This is an optimization exercise on Yosys and OpenROAD, whose aim is small area, a short achievable clock period and few clock cycles, not a production implementation. Only simulation tests tie the RTL to the original design; equivalence was not proved.

## run 1
==> flow/design.v <==
module qb_crc #(
    parameter integer K = 3                 
) (
    input  wire         clk,
    input  wire         rst,
    input  wire         in_valid,
    output wire         in_ready,
    input  wire [31:0]  in_crc,
    input  wire [511:0] in_data,
    input  wire [63:0]  in_mask,
    output reg          out_valid,
    output reg  [31:0]  out_crc
);
    localparam [31:0] POLY = 32'h82F6_3B78;
    localparam integer N  = (64 + K - 1) / K;  
    localparam integer CW = (N > 32) ? 6 : (N > 16) ? 5 : (N > 8) ? 4 : (N > 4) ? 3 : (N > 2) ? 2 : 1;
    function [31:0] crc_byte(input [31:0] c_in, input [7:0] b);
        reg [31:0] c;
        integer t;
        begin
            c = c_in ^ {24'd0, b};
            for (t = 0; t < 8; t = t + 1)
                c = (c >> 1) ^ (POLY & {32{c[0]}});
            crc_byte = c;
        end
    endfunction
    reg [CW-1:0]  cnt;                      
    reg           rdy;                      
    reg [8*K-1:0] dreg;
    reg [K-1:0]   mreg;
    reg           v1, last1;
    assign in_ready = rdy | !in_valid;
    wire [8*K*N-1:0] dpad = in_data;
    wire [K*N-1:0]   mpad = in_mask;
    reg [8*K-1:0] dsel;
    reg [K-1:0]   msel;
    integer q;
    always @(*) begin
        dsel = {8*K{1'b0}};
        msel = {K{1'b0}};
        for (q = 0; q < N; q = q + 1)
            if (cnt == q) begin
                dsel = dsel | dpad[q*8*K +: 8*K];
                msel = msel | mpad[q*K +: K];
            end
    end
    reg [N-1:0]  nz, cand;
    reg [CW-1:0] nxt;
    integer i;
    always @(*) begin
        for (i = 0; i < N; i = i + 1) begin
            nz[i]   = |mpad[i*K +: K];
            cand[i] = nz[i] && (i > cnt);
        end
        nxt = cnt + 1'b1;
        for (i = N - 1; i >= 0; i = i - 1)
            if (cand[i]) nxt = i;
    end
    wire last_next = ((cand & (cand - 1'b1)) == {N{1'b0}});
    always @(posedge clk) begin
        dreg  <= dsel;
        mreg  <= msel & {K{in_valid}};      
        last1 <= rdy;
        if (rst) begin
            cnt <= {CW{1'b0}};
            rdy <= 1'b0;
            v1  <= 1'b0;
        end else begin
            v1 <= in_valid;
            if (in_valid) begin
                cnt <= rdy ? {CW{1'b0}} : nxt;
                rdy <= !rdy && last_next;
            end
        end
    end
    reg [31:0] crc;
    reg [31:0] c;
    integer j;
    always @(*) begin
        c = crc;
        for (j = 0; j < K; j = j + 1)
            if (mreg[j]) c = crc_byte(c, dreg[8*j +: 8]);
    end
    always @(posedge clk) begin
        crc     <= (cnt == {CW{1'b0}}) ? in_crc : c;
        out_crc <= c;
        if (rst) out_valid <= 1'b0;
        else     out_valid <= v1 & last1;
    end
endmodule
clock: 10.0 ns
lec_check: 0
cap_margin: 20
core_area: 5 5 175 175
die_area: 0 0 180 180
slew_margin: 20
standard.sh (not shown) runs the stock make flow with config.mk's settings and CLKGATE_MAP_FILE= SYNTH_SCRIPT=/design/flow/synth_recipe.tcl, a recipe that flattens the netlist after the stock synthesis.
==> flow/flow/run.sh <==
#!/bin/bash
# Standard layout, with each port buffered by a buf_1 instead of ORFS's default
# port buffer cell. Extra ORFS settings come from flow/extra.env.
set -euo pipefail
export BUFFER_PORTS_ARGS="-buffer_cell sky130_fd_sc_hd__buf_1"
if [[ -f flow/extra.env ]]; then set -a; source flow/extra.env; set +a; fi
bash standard.sh > standard_make.log 2>&1
==> flow/flow/extra.env <==
SETUP_SLACK_MARGIN=5
Status(run 1) = ERROR, stage = 3_2_place_iop
Testbench counts of run 1, summed over its fixed seeds: cycles 46,056.
Modified inputs, run 2 compared to run 1
Settings: CORE_AREA changed from 5 5 175 175 to 10 10 290 290; DIE_AREA changed from 0 0 180 180 to 0 0 300 300.
Run 2 reached the end of the flow, and the finished layout is clean on the timing, DRC and antenna checks. From run 1 to run 2 the numbers moved as follows: adder-cell area share of the yosys netlist now sits at about the same level, synthesized instance count comparable, share of flip-flops with an asynchronous set or reset stayed essentially flat.
Inputs modified between run 2 and run 3:
Settings: CORE_AREA changed from 10 10 290 290 to 5 5 175 175; DIE_AREA changed from 0 0 300 300 to 0 0 180 180.
==> flow/flow/extra.env <==
SETUP_SLACK_MARGIN=4
## What came out
No final results exist for run 3, since it was stopped by error PPL-0024 during 3_2_place_iop.
Run 2 did not stop at any stage, and its layout met the timing, DRC and antenna checks.
As far as number of nets in the synthesized netlist goes, run 3 and run 2 are indistinguishable; the numbers are identical.
As far as synthesized cell count goes, run 2 and run 3 are indistinguishable; the numbers are identical.
Run 3 vs. run 2: chip width down about 40%, floorplan row count down 39%, average instance area after synthesis flat, initial core utilization up 24 points.

==> static timing again, ports no longer ideal <==
In the flow no input, the clock included, has a driving cell. The finished layout below was timed again as built, in two steps. Step 1 sets driving cells, clkbuf_16 on the clock port and buf_2 on the other inputs (assumed; they add their load-dependent delay and slew). Step 2, shift: input delay + t, output delay - t, t = (earliest + latest rising clock arrival at the registers) / 2. This alone moves slack from input paths to output paths. Slacks: ideal / step 1 / step 2; pairs: ideal / step 1.
run: run 2
shift t [ns]: 0.425
slack for setup (ns): 5.076 / 4.996 / 4.996
worst setup path at the end: input to output
After both steps run 2 still meets setup and hold. For run 2, drivers alone change the setup slack by -0.080 ns; drivers and shift together by -0.080 ns.
